From an optimization exercise on the open Yosys and OpenROAD flow, aimed at small area and a short achievable clock period; shortcuts taken in it are not production practice.
The RTL was checked by simulation tests, not by an equivalence proof against the original design.

==> flow/design.v (outline; a module is shown in full before it is edited, if it fits) <==
// module quire_ecc: 1286 lines
module quire_ecc (
    input  wire         clk,
    input  wire         rst,
    input  wire         enc_in_valid,
    input  wire [127:0] enc_in_data,
    output reg          enc_out_valid,
    output reg  [144:0] enc_out_word,
    input  wire         dec_in_valid,
    input  wire [144:0] dec_in_word,
    output reg          dec_out_valid,
    output reg  [144:0] dec_out_word,
    output reg          dec_out_corr,
    output reg          dec_out_unc
);
  // ...
==> flow/flow/run.sh <==
#!/bin/bash
# The standard layout (standard.sh, the standard flow's own ORFS run), with these changes:
#  - synthesis is the standard flow's script (synth_recipe.tcl) unchanged except that
#    yosys's abc maps with flow/abc_area.script (area-oriented mapping, no
#    gate upsizing or buffering; registers are mapped by dfflibmap as before);
#  - the port buffers that ORFS inserts on every input and output are
#    sky130_fd_sc_hd__buf_1 instead of the cell buffer_ports picks by default;
#  - repair_timing aims for a setup slack margin, so that it sizes the
#    critical paths although the design's clock period is met anyway.
# The SDC, clock period and every other step are the standard flow's.
# Each tool's output goes to a log of its own here (synth.log, standard.log)
# and to ORFS's logs under orfs/logs.
set -euo pipefail
W="$(cd "$(dirname "$0")/.." && pwd)"
cd "$W"
export BUFFER_PORTS_ARGS="-buffer_cell sky130_fd_sc_hd__buf_1"
export SETUP_SLACK_MARGIN=16

cat > "$W/flow/synth_area.tcl" <<EOT
proc abc {args} {
  set i [lsearch \$args -script]
  if {\$i >= 0} { lset args [expr {\$i + 1}] $W/flow/abc_area.script }
  yosys abc {*}\$args
}
source $W/synth_recipe.tcl
EOT
sed "s#SYNTH_SCRIPT=[^ ]*#SYNTH_SCRIPT=$W/flow/synth_area.tcl#" standard.sh > "$W/flow/synth_step.sh"
bash "$W/flow/synth_step.sh" synth > synth.log 2>&1
bash standard.sh > standard.log 2>&1
==> flow/flow/abc_area.script <==
strash
dch
map -a
topo
==> flow/standard.sh <==
#!/bin/bash
# synth_recipe.tcl (not shown) runs the flow's synth.tcl, then flattens the netlist and writes it again
# the make line also repeats each setting of config.mk as NAME=value (left out here)
make -C /OpenROAD-flow-scripts/flow DESIGN_CONFIG=/design/flow/config.mk WORK_HOME=/design/flow/orfs CLKGATE_MAP_FILE= SYNTH_SCRIPT=/design/flow/synth_recipe.tcl "${@:-finish}"
==> flow/config.mk <==
export PLATFORM = sky130hd
export DESIGN_NAME = quire_ecc
export DESIGN_NICKNAME = quire_ecc
export VERILOG_FILES = /design/flow/design.v
export SDC_FILE = /design/flow/constraint.sdc
export NUM_CORES = 4
export LEC_CHECK = 0
export CAP_MARGIN = 50
export CORE_MARGIN = 2
export CORE_UTILIZATION = 62
export CTS_BUF_LIST = sky130_fd_sc_hd__clkbuf_8
export CTS_CLUSTER_DIAMETER = 50
export CTS_CLUSTER_SIZE = 15
export SLEW_MARGIN = 50
==> flow/constraint.sdc <==
create_clock -name core_clock -period 22.0 [get_ports {clk}]
set_input_delay 4.4000 -clock core_clock [delete_from_list [all_inputs] [get_ports {clk}]]
set_output_delay 4.4000 -clock core_clock [all_outputs]
set_load 0.01 [all_outputs]
==> notes.md, run 1 <==
* Cell Rows at 78
* Gate Count Post-Synth at 2915
* Seq_cells at 622
* Fin. max-slew vios at 0
* Delay-heaviest family, CP: XOR/XNOR gates
* Synth top area cells: dfxtp_1, xor2_1, xnor2_1, nand2_1, o22ai_1
* Max Cap Viol at 0
* # Post-CTS Setup Buffers at 9
* Max_slew headroom at 40.8%
* Post-Synth XOR/XNOR Area at 39.3%
* Reg2reg setup slack at 16.13 ns
* Global routing met3 resource utilization at 13.6%
* Run status: finished clean
* CP Cell Sequence: buf_1, or2_2, nand2_1, xnor2_1, xnor2_1, xor2_1, xnor2_1, xor2_1, xnor2_2
* Synth top area share at 43.8%
* Syn_area_per_cell at 9.74 um^2
* RR Startpoint: r2_c[0]
* Area Overhead vs Synth at 21.6%
* CTS tree: built
* Placed Area at 31900 um^2
* DR WL met2 at 52100 um
* Crit path capture: r1_s3[6]
* Ant. Diodes at 3
* Clk slew on worst S/H paths at 0.10 ns
* TritonRoute pass-1 iters at 8
==> run 2, diff against run 1 <==
--- a/flow/design.v
+++ b/flow/design.v
@@ -769,33 +769,31 @@
     wire sx_t0_11 = sx_c176 ^ sx_c177;
     wire sx_t0_12 = sx_t0_6 ^ sx_t0_7;
     wire sx_t0_13 = sx_t0_8 ^ sx_t0_9;
     wire sx_t0_14 = sx_c112 ^ sx_c192;
     wire sx_t0_15 = sx_c201 ^ sx_t0_10;
     wire sx_t0_16 = sx_t0_11 ^ sx_t0_12;
     wire sx_t0_17 = sx_t0_13 ^ sx_t0_14;
     wire sx_t0_18 = sx_t0_15 ^ sx_t0_16;
-    wire sx_t0_19 = sx_t0_17 ^ sx_t0_18;
     wire sx_t1_0 = dec_in_word[0] ^ dec_in_word[20];
     wire sx_t1_1 = dec_in_word[47] ^ sx_c135;
     wire sx_t1_2 = sx_c136 ^ sx_c28;
     wire sx_t1_3 = sx_c41 ^ sx_c65;
     wire sx_t1_4 = sx_c67 ^ sx_t1_0;
     wire sx_t1_5 = sx_c39 ^ sx_t1_1;
     wire sx_t1_6 = sx_t1_2 ^ sx_t1_3;
     wire sx_t1_7 = sx_t1_4 ^ sx_c108;
     wire sx_t1_8 = sx_c98 ^ sx_t1_5;
     wire sx_t1_9 = sx_t1_6 ^ sx_c111;
     wire sx_t1_10 = sx_c121 ^ sx_c126;
     wire sx_t1_11 = sx_c190 ^ sx_c201;
     wire sx_t1_12 = sx_t1_7 ^ sx_t1_8;
     wire sx_t1_13 = sx_t1_9 ^ sx_t1_10;
     wire sx_t1_14 = sx_t1_11 ^ sx_t1_12;
-    wire sx_t1_15 = sx_t1_13 ^ sx_t1_14;
     wire sx_t2_0 = dec_in_word[115] ^ dec_in_word[134];
     wire sx_t2_1 = dec_in_word[139] ^ dec_in_word[17];
     wire sx_t2_2 = dec_in_word[34] ^ dec_in_word[88];
     wire sx_t2_3 = sx_c136 ^ sx_c14;
     wire sx_t2_4 = sx_c145 ^ sx_c26;
     wire sx_t2_5 = sx_c31 ^ sx_t2_0;
     wire sx_t2_6 = sx_t2_1 ^ sx_t2_2;
     wire sx_t2_7 = sx_c157 ^ sx_c40;
@@ -804,17 +802,16 @@
     wire sx_t2_10 = sx_t2_6 ^ sx_c104;
     wire sx_t2_11 = sx_c96 ^ sx_t2_7;
     wire sx_t2_12 = sx_t2_8 ^ sx_t2_9;
     wire sx_t2_13 = sx_c124 ^ sx_c125;
     wire sx_t2_14 = sx_c188 ^ sx_c193;
     wire sx_t2_15 = sx_t2_10 ^ sx_t2_11;
     wire sx_t2_16 = sx_t2_12 ^ sx_t2_13;
     wire sx_t2_17 = sx_t2_14 ^ sx_t2_15;
-    wire sx_t2_18 = sx_t2_16 ^ sx_t2_17;
     wire sx_t3_0 = dec_in_word[103] ^ dec_in_word[107];
     wire sx_t3_1 = dec_in_word[142] ^ dec_in_word[35];
     wire sx_t3_2 = dec_in_word[54] ^ dec_in_word[68];
     wire sx_t3_3 = dec_in_word[6] ^ dec_in_word[86];
     wire sx_t3_4 = sx_c139 ^ sx_c2;
     wire sx_t3_5 = sx_t3_0 ^ sx_t3_1;
     wire sx_t3_6 = sx_t3_2 ^ sx_t3_3;
     wire sx_t3_7 = sx_c150 ^ sx_c157;
@@ -825,17 +822,16 @@
     wire sx_t3_12 = sx_c81 ^ sx_c95;
     wire sx_t3_13 = sx_t3_7 ^ sx_t3_8;
     wire sx_t3_14 = sx_t3_9 ^ sx_t3_10;
     wire sx_t3_15 = sx_c186 ^ sx_c195;
     wire sx_t3_16 = sx_c196 ^ sx_t3_11;
     wire sx_t3_17 = sx_t3_12 ^ sx_t3_13;
     wire sx_t3_18 = sx_t3_14 ^ sx_t3_15;
     wire sx_t3_19 = sx_t3_16 ^ sx_t3_17;
-    wire sx_t3_20 = sx_t3_18 ^ sx_t3_19;
     wire sx_t4_0 = dec_in_word[102] ^ dec_in_word[111];
     wire sx_t4_1 = dec_in_word[112] ^ dec_in_word[27];
     wire sx_t4_2 = dec_in_word[38] ^ dec_in_word[3];
     wire sx_t4_3 = dec_in_word[76] ^ dec_in_word[84];
     wire sx_t4_4 = sx_c34 ^ sx_t4_0;
     wire sx_t4_5 = sx_t4_1 ^ sx_t4_2;
     wire sx_t4_6 = sx_t4_3 ^ sx_c150;
     wire sx_t4_7 = sx_c166 ^ sx_c169;
@@ -846,17 +842,16 @@
     wire sx_t4_12 = sx_t4_5 ^ sx_t4_6;
     wire sx_t4_13 = sx_t4_7 ^ sx_t4_8;
     wire sx_t4_14 = sx_t4_9 ^ sx_t4_10;
     wire sx_t4_15 = sx_t4_11 ^ sx_c122;
     wire sx_t4_16 = sx_c190 ^ sx_c193;
     wire sx_t4_17 = sx_t4_12 ^ sx_t4_13;
     wire sx_t4_18 = sx_t4_14 ^ sx_t4_15;
     wire sx_t4_19 = sx_t4_16 ^ sx_t4_17;
-    wire sx_t4_20 = sx_t4_18 ^ sx_t4_19;
     wire sx_t5_0 = dec_in_word[106] ^ dec_in_word[110];
     wire sx_t5_1 = dec_in_word[13] ^ dec_in_word[49];
     wire sx_t5_2 = dec_in_word[70] ^ sx_c137;
     wire sx_t5_3 = sx_c138 ^ sx_c139;
     wire sx_t5_4 = sx_c18 ^ sx_c27;
     wire sx_t5_5 = sx_c45 ^ sx_c53;
     wire sx_t5_6 = sx_t5_0 ^ sx_t5_1;
     wire sx_t5_7 = sx_c159 ^ sx_c170;
@@ -868,17 +863,16 @@
     wire sx_t5_13 = sx_t5_7 ^ sx_t5_8;
     wire sx_t5_14 = sx_t5_9 ^ sx_t5_10;
     wire sx_t5_15 = sx_t5_11 ^ sx_c100;
     wire sx_t5_16 = sx_c110 ^ sx_c123;
     wire sx_t5_17 = sx_c200 ^ sx_t5_12;
     wire sx_t5_18 = sx_t5_13 ^ sx_t5_14;
     wire sx_t5_19 = sx_t5_15 ^ sx_t5_16;
     wire sx_t5_20 = sx_t5_17 ^ sx_t5_18;
-    wire sx_t5_21 = sx_t5_19 ^ sx_t5_20;
     wire sx_t6_0 = dec_in_word[133] ^ dec_in_word[39];
     wire sx_t6_1 = dec_in_word[60] ^ dec_in_word[64];
     wire sx_t6_2 = dec_in_word[83] ^ dec_in_word[8];
     wire sx_t6_3 = dec_in_word[94] ^ dec_in_word[97];
     wire sx_t6_4 = sx_c141 ^ sx_c142;
     wire sx_t6_5 = sx_t6_0 ^ sx_t6_1;
     wire sx_t6_6 = sx_t6_2 ^ sx_t6_3;
     wire sx_t6_7 = sx_c172 ^ sx_c62;
@@ -887,17 +881,16 @@
     wire sx_t6_10 = sx_c179 ^ sx_c83;
     wire sx_t6_11 = sx_c97 ^ sx_t6_7;
     wire sx_t6_12 = sx_t6_8 ^ sx_t6_9;
     wire sx_t6_13 = sx_c112 ^ sx_c188;
     wire sx_t6_14 = sx_c189 ^ sx_c196;
     wire sx_t6_15 = sx_t6_10 ^ sx_t6_11;
     wire sx_t6_16 = sx_t6_12 ^ sx_t6_13;
     wire sx_t6_17 = sx_t6_14 ^ sx_t6_15;
-    wire sx_t6_18 = sx_t6_16 ^ sx_t6_17;
     wire sx_t7_0 = dec_in_word[117] ^ dec_in_word[126];
     wire sx_t7_1 = dec_in_word[17] ^ dec_in_word[26];
     wire sx_t7_2 = dec_in_word[42] ^ dec_in_word[5];
     wire sx_t7_3 = dec_in_word[63] ^ dec_in_word[65];
     wire sx_t7_4 = dec_in_word[73] ^ dec_in_word[77];
     wire sx_t7_5 = sx_c135 ^ sx_c138;
     wire sx_t7_6 = sx_c32 ^ sx_c52;
     wire sx_t7_7 = sx_c69 ^ sx_t7_0;
@@ -908,63 +901,59 @@
     wire sx_t7_12 = sx_t7_7 ^ sx_t7_8;
     wire sx_t7_13 = sx_t7_9 ^ sx_c106;
     wire sx_t7_14 = sx_t7_10 ^ sx_t7_11;
     wire sx_t7_15 = sx_t7_12 ^ sx_c109;
     wire sx_t7_16 = sx_c125 ^ sx_c186;
     wire sx_t7_17 = sx_c197 ^ sx_t7_13;
     wire sx_t7_18 = sx_t7_14 ^ sx_t7_15;
     wire sx_t7_19 = sx_t7_16 ^ sx_t7_17;
-    wire sx_t7_20 = sx_t7_18 ^ sx_t7_19;
     wire sx_t8_0 = dec_in_word[114] ^ dec_in_word[23];
     wire sx_t8_1 = dec_in_word[53] ^ dec_in_word[59];
     wire sx_t8_2 = dec_in_word[93] ^ sx_c19;
     wire sx_t8_3 = sx_c41 ^ sx_c66;
     wire sx_t8_4 = sx_t8_0 ^ sx_t8_1;
     wire sx_t8_5 = sx_c166 ^ sx_c56;
     wire sx_t8_6 = sx_t8_2 ^ sx_t8_3;
     wire sx_t8_7 = sx_t8_4 ^ sx_c184;
     wire sx_t8_8 = sx_c99 ^ sx_t8_5;
     wire sx_t8_9 = sx_t8_6 ^ sx_c111;
     wire sx_t8_10 = sx_c185 ^ sx_c198;
     wire sx_t8_11 = sx_c199 ^ sx_t8_7;
     wire sx_t8_12 = sx_t8_8 ^ sx_t8_9;
     wire sx_t8_13 = sx_t8_10 ^ sx_t8_11;
-    wire sx_t8_14 = sx_t8_12 ^ sx_t8_13;
     wire sx_t9_0 = dec_in_word[124] ^ dec_in_word[129];
     wire sx_t9_1 = dec_in_word[140] ^ dec_in_word[68];
     wire sx_t9_2 = sx_c137 ^ sx_c32;
     wire sx_t9_3 = sx_c42 ^ sx_c7;
     wire sx_t9_4 = sx_t9_0 ^ sx_t9_1;
     wire sx_t9_5 = sx_c102 ^ sx_c164;
     wire sx_t9_6 = sx_c86 ^ sx_t9_2;
     wire sx_t9_7 = sx_t9_3 ^ sx_t9_4;
     wire sx_t9_8 = sx_c182 ^ sx_c183;
     wire sx_t9_9 = sx_c79 ^ sx_t9_5;
     wire sx_t9_10 = sx_t9_6 ^ sx_t9_7;
     wire sx_t9_11 = sx_c110 ^ sx_c191;
     wire sx_t9_12 = sx_c194 ^ sx_c199;
     wire sx_t9_13 = sx_t9_8 ^ sx_t9_9;
     wire sx_t9_14 = sx_t9_10 ^ sx_t9_11;
     wire sx_t9_15 = sx_t9_12 ^ sx_t9_13;
-    wire sx_t9_16 = sx_t9_14 ^ sx_t9_15;
     wire sx_t10_0 = dec_in_word[135] ^ dec_in_word[40];
     wire sx_t10_1 = dec_in_word[47] ^ dec_in_word[52];
     wire sx_t10_2 = sx_c133 ^ sx_c141;
     wire sx_t10_3 = sx_c68 ^ sx_t10_0;
     wire sx_t10_4 = sx_t10_1 ^ sx_c167;
     wire sx_t10_5 = sx_c24 ^ sx_t10_2;
     wire sx_t10_6 = sx_t10_3 ^ sx_c104;
     wire sx_t10_7 = sx_c181 ^ sx_t10_4;
     wire sx_t10_8 = sx_t10_5 ^ sx_c109;
     wire sx_t10_9 = sx_c120 ^ sx_c189;
     wire sx_t10_10 = sx_c194 ^ sx_t10_6;
     wire sx_t10_11 = sx_t10_7 ^ sx_t10_8;
     wire sx_t10_12 = sx_t10_9 ^ sx_t10_10;
-    wire sx_t10_13 = sx_t10_11 ^ sx_t10_12;
     wire sx_t11_0 = dec_in_word[108] ^ dec_in_word[109];
     wire sx_t11_1 = dec_in_word[127] ^ dec_in_word[12];
     wire sx_t11_2 = dec_in_word[131] ^ dec_in_word[30];
     wire sx_t11_3 = dec_in_word[53] ^ dec_in_word[55];
     wire sx_t11_4 = dec_in_word[90] ^ sx_c142;
     wire sx_t11_5 = sx_c29 ^ sx_c33;
     wire sx_t11_6 = sx_c6 ^ sx_t11_0;
     wire sx_t11_7 = sx_t11_1 ^ sx_t11_2;
@@ -977,47 +966,44 @@
     wire sx_t11_14 = sx_t11_8 ^ sx_t11_9;
     wire sx_t11_15 = sx_t11_10 ^ sx_t11_11;
     wire sx_t11_16 = sx_c121 ^ sx_c123;
     wire sx_t11_17 = sx_c124 ^ sx_c191;
     wire sx_t11_18 = sx_t11_12 ^ sx_t11_13;
     wire sx_t11_19 = sx_t11_14 ^ sx_t11_15;
     wire sx_t11_20 = sx_t11_16 ^ sx_t11_17;
     wire sx_t11_21 = sx_t11_18 ^ sx_t11_19;
-    wire sx_t11_22 = sx_t11_20 ^ sx_t11_21;
     wire sx_t12_0 = dec_in_word[117] ^ dec_in_word[54];
     wire sx_t12_1 = dec_in_word[57] ^ dec_in_word[60];
     wire sx_t12_2 = dec_in_word[72] ^ dec_in_word[76];
     wire sx_t12_3 = sx_c101 ^ sx_c145;
     wire sx_t12_4 = sx_c44 ^ sx_c47;
     wire sx_t12_5 = sx_c72 ^ sx_t12_0;
     wire sx_t12_6 = sx_t12_1 ^ sx_t12_2;
     wire sx_t12_7 = sx_c87 ^ sx_t12_3;
     wire sx_t12_8 = sx_t12_4 ^ sx_t12_5;
     wire sx_t12_9 = sx_t12_6 ^ sx_c103;
     wire sx_t12_10 = sx_c182 ^ sx_c98;
     wire sx_t12_11 = sx_t12_7 ^ sx_t12_8;
     wire sx_t12_12 = sx_c110 ^ sx_c112;
     wire sx_t12_13 = sx_c120 ^ sx_t12_9;
     wire sx_t12_14 = sx_t12_10 ^ sx_t12_11;
     wire sx_t12_15 = sx_t12_12 ^ sx_t12_13;
-    wire sx_t12_16 = sx_t12_14 ^ sx_t12_15;
     wire sx_t13_0 = dec_in_word[43] ^ sx_c21;
     wire sx_t13_1 = sx_c4 ^ sx_c46;
     wire sx_t13_2 = sx_c160 ^ sx_c165;
     wire sx_t13_3 = sx_c58 ^ sx_c87;
     wire sx_t13_4 = sx_t13_0 ^ sx_t13_1;
     wire sx_t13_5 = sx_c173 ^ sx_t13_2;
     wire sx_t13_6 = sx_t13_3 ^ sx_t13_4;
     wire sx_t13_7 = sx_c100 ^ sx_c109;
     wire sx_t13_8 = sx_c192 ^ sx_c197;
     wire sx_t13_9 = sx_c198 ^ sx_t13_5;
     wire sx_t13_10 = sx_t13_6 ^ sx_t13_7;
     wire sx_t13_11 = sx_t13_8 ^ sx_t13_9;
-    wire sx_t13_12 = sx_t13_10 ^ sx_t13_11;
     wire sx_t14_0 = dec_in_word[11] ^ dec_in_word[125];
     wire sx_t14_1 = dec_in_word[16] ^ dec_in_word[32];
     wire sx_t14_2 = dec_in_word[87] ^ sx_c15;
     wire sx_t14_3 = sx_c52 ^ sx_t14_0;
     wire sx_t14_4 = sx_t14_1 ^ sx_c154;
     wire sx_t14_5 = sx_c159 ^ sx_c164;
     wire sx_t14_6 = sx_c40 ^ sx_c60;
     wire sx_t14_7 = sx_c61 ^ sx_c85;
@@ -1025,31 +1011,29 @@
     wire sx_t14_9 = sx_c176 ^ sx_c179;
     wire sx_t14_10 = sx_c181 ^ sx_t14_4;
     wire sx_t14_11 = sx_t14_5 ^ sx_t14_6;
     wire sx_t14_12 = sx_t14_7 ^ sx_t14_8;
     wire sx_t14_13 = sx_c100 ^ sx_c120;
     wire sx_t14_14 = sx_t14_9 ^ sx_t14_10;
     wire sx_t14_15 = sx_t14_11 ^ sx_t14_12;
     wire sx_t14_16 = sx_t14_13 ^ sx_t14_14;
-    wire sx_t14_17 = sx_t14_15 ^ sx_t14_16;
     wire sx_t15_0 = dec_in_word[114] ^ dec_in_word[4];
     wire sx_t15_1 = sx_c133 ^ sx_t15_0;
     wire sx_t15_2 = sx_c165 ^ sx_c169;
     wire sx_t15_3 = sx_c75 ^ sx_t15_1;
     wire sx_t15_4 = sx_c183 ^ sx_c63;
     wire sx_t15_5 = sx_t15_2 ^ sx_t15_3;
     wire sx_t15_6 = sx_c100 ^ sx_c111;
     wire sx_t15_7 = sx_c122 ^ sx_c126;
     wire sx_t15_8 = sx_c187 ^ sx_c195;
     wire sx_t15_9 = sx_c200 ^ sx_t15_4;
     wire sx_t15_10 = sx_t15_5 ^ sx_t15_6;
     wire sx_t15_11 = sx_t15_7 ^ sx_t15_8;
     wire sx_t15_12 = sx_t15_9 ^ sx_t15_10;
-    wire sx_t15_13 = sx_t15_11 ^ sx_t15_12;
     wire sx_t16_0 = dec_in_word[144] ^ sx_c114;
     wire sx_t16_1 = sx_t16_0 ^ sx_c103;
     wire sx_t16_2 = sx_c118 ^ sx_c119;
     wire sx_t16_3 = sx_c99 ^ sx_c100;
     wire sx_t16_4 = sx_c109 ^ sx_c110;
     wire sx_t16_5 = sx_c111 ^ sx_c112;
     wire sx_t16_6 = sx_c121 ^ sx_c122;
     wire sx_t16_7 = sx_c123 ^ sx_c124;
@@ -1057,35 +1041,35 @@
     wire sx_t16_9 = sx_c185 ^ sx_c187;
     wire sx_t16_10 = sx_t16_1 ^ sx_t16_2;
     wire sx_t16_11 = sx_t16_3 ^ sx_t16_4;
     wire sx_t16_12 = sx_t16_5 ^ sx_t16_6;
     wire sx_t16_13 = sx_t16_7 ^ sx_t16_8;
     wire sx_t16_14 = sx_t16_9 ^ sx_t16_10;
     wire sx_t16_15 = sx_t16_11 ^ sx_t16_12;
     wire sx_t16_16 = sx_t16_13 ^ sx_t16_14;
-    wire sx_t16_17 = sx_t16_15 ^ sx_t16_16;
-    wire [7:0] a_s1  = {sx_t7_20, sx_t6_18, sx_t5_21, sx_t4_20, sx_t3_20, sx_t2_18, sx_t1_15, sx_t0_19};
-    wire [7:0] a_s3  = {sx_t15_13, sx_t14_17, sx_t13_12, sx_t12_16, sx_t11_22, sx_t10_13, sx_t9_16, sx_t8_14};
-    wire       a_par = sx_t16_17;
+    wire [16:0] a_pa = {sx_t16_15, sx_t15_11, sx_t14_15, sx_t13_10, sx_t12_14, sx_t11_20, sx_t10_11, sx_t9_14, sx_t8_12, sx_t7_18, sx_t6_16, sx_t5_19, sx_t4_18, sx_t3_18, sx_t2_16, sx_t1_13, sx_t0_17};
+    wire [16:0] a_pb = {sx_t16_16, sx_t15_12, sx_t14_16, sx_t13_11, sx_t12_15, sx_t11_21, sx_t10_12, sx_t9_15, sx_t8_13, sx_t7_19, sx_t6_17, sx_t5_20, sx_t4_19, sx_t3_19, sx_t2_17, sx_t1_14, sx_t0_18};
     reg         r1_v;
     reg [144:0] r1_w;
-    reg [7:0]   r1_s1;
-    reg [7:0]   r1_s3;
-    reg         r1_par;
+    reg [16:0]  r1_pa;
+    reg [16:0]  r1_pb;
     always @(posedge clk) begin
         if (rst)
             r1_v <= 1'b0;
         else
             r1_v <= dec_in_valid;
-        r1_w   <= dec_in_word;
-        r1_s1  <= a_s1;
-        r1_s3  <= a_s3;
-        r1_par <= a_par;
+        r1_w  <= dec_in_word;
+        r1_pa <= a_pa;
+        r1_pb <= a_pb;
     end
+    wire [16:0] r1_syn = r1_pa ^ r1_pb;
+    wire [7:0]  r1_s1  = r1_syn[7:0];
+    wire [7:0]  r1_s3  = r1_syn[15:8];
+    wire        r1_par = r1_syn[16];
     wire [7:0] b_q  = tmul(tsq(r1_s1), r1_s1);                   
     wire [7:0] b_t  = tmul(r1_s3, {b_q[7:4], b_q[3:0] ^ b_q[7:4]});
     wire [3:0] b_k  = n3inv(tnorm(r1_s1));                       
     wire [7:0] b_c  = {m16(b_t[7:4], b_k), m16(b_t[3:0], b_k)} ^ 8'd1;   
     wire       b_s1nz = |r1_s1;
     reg         r2_v;
     reg [144:0] r2_w;
     reg [7:0]   r2_s1;
@@ -1103,24 +1087,20 @@
         r2_c    <= b_c;
         r2_zero <= ~b_s1nz & ~(|r1_s3);      
         r2_s1nz <= b_s1nz;
         r2_par  <= r1_par;
     end
     wire [7:0] c_y  = {r2_c[5] ^ r2_c[6], r2_c[4], r2_c[4] ^ r2_c[5], r2_c[3] ^ r2_c[4] ^ r2_c[5] ^ r2_c[6], r2_c[1] ^ r2_c[2] ^ r2_c[4] ^ r2_c[5] ^ r2_c[6], r2_c[0] ^ r2_c[4], r2_c[0] ^ r2_c[1] ^ r2_c[4] ^ r2_c[6], 1'b0};
     wire [7:0] c_x1 = tmul(r2_s1, c_y);
     wire [7:0] c_x2 = c_x1 ^ r2_s1;
-    wire       c_tr = ^(r2_c & 8'd128);                    
     wire       c_one  = r2_s1nz & ~(|r2_c);                
-    wire       c_two  = r2_s1nz & (|r2_c) & ~c_tr & ~r2_par;  
-    localparam [255:0] POS = 256'hfb6a379b3e603b16892cfa2342a27cf5af77fa4eb4719aeffba33a4be44e45be;    
-    wire c_in1 = POS[c_x1];
-    wire c_in2 = POS[c_x2];
-    wire c_en1 = c_two & c_in1 & c_in2;
-    wire c_en2 = c_en1 | c_one;
+    wire       c_two  = r2_s1nz & (|r2_c) & ~r2_par;       
+    wire c_en1 = c_two;
+    wire c_en2 = c_two | c_one;
     wire c_par = r2_zero & r2_par;               
     wire [15:0] c_h1, c_l1, c_h2, c_l2;
     genvar gi;
     generate
         for (gi = 0; gi < 16; gi = gi + 1) begin : g_pre
             assign c_h1[gi] = c_en1 & (c_x1[7:4] == gi);
             assign c_l1[gi] = (c_x1[3:0] == gi);
             assign c_h2[gi] = c_en2 & (c_x2[7:4] == gi);
@@ -1267,18 +1247,18 @@
     assign c_flip[136] = (c_h1[5] & c_l1[0]) | (c_h2[5] & c_l2[0]);
     assign c_flip[137] = (c_h1[15] & c_l1[15]) | (c_h2[15] & c_l2[15]);
     assign c_flip[138] = (c_h1[15] & c_l1[13]) | (c_h2[15] & c_l2[13]);
     assign c_flip[139] = (c_h1[11] & c_l1[15]) | (c_h2[11] & c_l2[15]);
     assign c_flip[140] = (c_h1[3] & c_l1[1]) | (c_h2[3] & c_l2[1]);
     assign c_flip[141] = (c_h1[7] & c_l1[4]) | (c_h2[7] & c_l2[4]);
     assign c_flip[142] = (c_h1[1] & c_l1[13]) | (c_h2[1] & c_l2[13]);
     assign c_flip[143] = (c_h1[10] & c_l1[14]) | (c_h2[10] & c_l2[14]);
-    assign c_flip[144] = c_par | (c_one & c_in2 & ~r2_par);
-    wire c_corr = c_par | (c_one & c_in2) | c_en1;
+    assign c_flip[144] = c_par | (c_one & ~r2_par);
+    wire c_corr = c_par | c_one | c_two;
     always @(posedge clk) begin
         if (rst)
             dec_out_valid <= 1'b0;
         else
             dec_out_valid <= r2_v;
         dec_out_word <= r2_w ^ c_flip;
         dec_out_corr <= c_corr;
         dec_out_unc  <= ~r2_zero & ~c_corr;
==> flow/config.mk (replaced) <==
export PLATFORM = sky130hd
export DESIGN_NAME = quire_ecc
export DESIGN_NICKNAME = quire_ecc
export VERILOG_FILES = /design/flow/design.v
export SDC_FILE = /design/flow/constraint.sdc
export NUM_CORES = 4
export LEC_CHECK = 0
export CAP_MARGIN = 50
export CORE_MARGIN = 2
export CORE_UTILIZATION = 55
export CTS_BUF_LIST = sky130_fd_sc_hd__clkbuf_8
export CTS_CLUSTER_DIAMETER = 50
export CTS_CLUSTER_SIZE = 15
export SLEW_MARGIN = 50
==> notes.md, run 2 <==
* Placed Area at 31200 um^2 (-2.1%)
* F_max at 165 MHz
* Clk slew on worst S/H paths at 0.09 ns (about the same)
* TritonRoute pass-1 iters at 7 (-1)
* Number of buffers created by CTS at 60
* Crit Path Max Fanout at 4
* Hold_buf cts at 0
* Post-synth cell types at 22
* CTS sink count at 639
* Worst setup EP type: flip-flop
* Commonest non-fill, non-tap cell in the layout: dfxtp_1
* Die width at 230 um
* Area Overhead vs Synth at 17.5%
* Yosys reg bits at 639
* DR iter-0 viols at 2459
* Final instance area at 32900 um^2
* Synth top cells by count: dfxtp_1, xor2_1, xnor2_1, nand2_1, nor2_1
* Seq. cell area at 12800 um^2
* Run status: finished clean
* Final setup fails at 0
* Detail Route Antenna Nets at 0
* Final worst path period share at 27.6%
* Fin. max-slew vios at 0 (unchanged)
* Crit path kind: primary input to flip-flop
* Port bufs at 570
* Nets@finish at 3742
* Crit path launch type: primary input
* Fin. Hold Viols at 0
* Cell Rows at 82 (+5.1%)
* Ys flop type: dfxtp_1
* Shortest period the worst path allows at 6.07 ns
* DRC Markers at 0
* Filler cells at 4070
* Min-delay worst type: flip-flop to flip-flop
* Htree depth at 2
* RePlAce Congestion at 1.04
* DIE AREA at 52700 um^2
* Total grt overflow at 0
* DR vias/cell at 5.45
* Ys Warns at 1
* Worst path required time at 22.64 ns
* Avg WL per Cell at 26.8 um
* Multi-input logic area at 15400 um^2
* GRT Overall Usage at 40.8%
* DR vias at 22700
* Skew final at 0.0758 ns
* First-pass GRT wire length at 153000 um
* Leading cell types in the layout, fill and taps excluded: dfxtp_1, xor2_1, xnor2_1, buf_1, nand2_1
* CTS tree: built
* Clock root cell: clkbuf_8
* Post-Syn Area at 28000 um^2
* Fin Hold WS at 0.273 ns
* CP Data Arrival Time at 6.71 ns
* WL final at 111000 um
* Synth top area share at 45.7% (+1.8 points)
* Largest net degree at the start of global routing at 20
* Setup TNS Final at 0 ns
* Ys async rst share at 0%
* Gate Count Post-Synth at 2820 (-3.3%)
* Longest Clk Path Bufs at 3
* Hpwl dp at 91600 um
* Share of layout cells above drive strength 1 at 7.63%
* Number of synthesized flops with an enable pin at 0
* Largest area contributor in the netlist: dfxtp_1
* Syn_area_per_cell at 9.93 um^2 (+1.9%)
* Synth top area cells: dfxtp_1, xor2_1, xnor2_1, nand2_1, o22ai_1
* Die Ht at 230 um
* Vias in the first global route at 21800
* RSZ-0062 raised after global routing: true
* Worst-Skew Late Latency at 0.78 ns
* Worst Max-Slew Pin Slew at 0.811 ns
* Ports at 571
* Syn Nets at 3109
* Sequential element share of the synthesized area at 45.7%
* Final worst-path setup slack at 15.93 ns
* Max_slew headroom at 45.8% (+5.0 points)
* Initial Utilization at 55.8%
* Max Cap Viol at 0 (unchanged)
* Pre-CTS setup slack at 15.02 ns
* Initial antenna violation count at 15
* Core Area at 50200 um^2
==> run 2: path summary, 6_finish.rpt <==
kind         depth (start not counted)  slack [ns]         to       startpoint
max                                  8       15.93  r1_pa[16]  dec_in_word[68]
max reg2reg                         31       16.22    r2_c[1]         r1_pa[6]
min                                  0        0.27   r2_w[86]         r1_w[86]
min reg2reg                          0        0.27   r2_w[86]         r1_w[86]
==> run 2: cell families (layout without fill, tap and decap cells) <==
family / count (synthesis) / in the layout / synth area share [%]
flip-flops: 639 / 639 / 45.7
AO/OA/AOI/OAI: 165 / 165 / 3.63
XOR/XNOR: 1256 / 1256 / 39.3
adder cells (fa/ha/maj): 12 / 12 / 0.536
buffers and inverters: 128 / 793 / 1.72
other: 0 / 3 / 0
AND/OR/NAND/NOR: 620 / 620 / 9.16
==> run 2: area by class of cell <==
cell class / count / share of cell area, %
clock inverter: 31 / 1.16
tap: 672 / 2.55
clock buffer: 63 / 2.63
multi-input combinational: 2053 / 46.6
timing repair buffer: 574 / 6.67
inverter: 125 / 1.44
sequential: 639 / 38.9
antenna: 3 / 0.0228
==> run 2: routing by layer <==
layer / global-route usage (%) / routed length [um] / share of wire (%) / up-vias
met5: 0 / 127 / 0.11 / -
li1: - / - / - / 10000
met3: 13.2 / 13400 / 12 / 293
met4: 13.9 / 4430 / 4.0 / 8
met1: 53.2 / 44300 / 40 / 10800
met2: 63.8 / 49300 / 44 / 1502
==> run 2: per-stage QoR <==
| step | utilization, % | instances |
|---|---|---|
| 2_1_floorplan | - | 2820 |
| 3_3_place_gp | 62.1 | 4059 |
| 3_5_place_dp | 62.2 | 4059 |
| 4_1_cts | 64.9 | 4153 |
| 5_1_grt | 65.6 | 4159 |
| 6_report | 65.6 | 4160 |
==> run 2: what timing repair did <==
item,4_1_cts,5_1_grt
gates resized for setup,24,43
pin swaps,0,9
setup endpoints to repair,24,25
setup buffers,0,4
==> run 2: critical path, stage by stage <==
cell,delay [ns]
buf_1,0.36
xnor2_1,0.22
xnor2_1,0.52
xor2_1,0.25
xnor2_2,0.34
xor2_1,0.28
xnor2_1,0.18
xnor2_1,0.15

## separate check: timing with driven ports
In the flow no input, the clock included, has a driving cell. The finished layouts below were timed again as built, in two steps.
Step 1 assumes that a clkbuf_16 drives the clock port and a buf_2 every other input.
Step 2 adds t to the input delays and takes it off the output delays; t is the mean of the earliest and latest rising clock arrival at the registers after step 1. Input paths then give back, and output paths get back, about the clock's delay inside the block.
Slacks: no drivers / after step 1 / after step 2; pairs: no drivers / after step 1.
run | shift t [ns] | slack for setup (ns) | worst setup path after step 2
run 1 | 0.810 | 15.841 / 15.865 / 15.054 | input to register
run 2 | 0.794 | 15.929 / 15.964 / 15.170 | input to register
After both steps setup and hold are still met in every run listed. For run 1, which loses most, drivers alone change the setup slack by +0.024 ns; drivers and shift together by -0.787 ns.
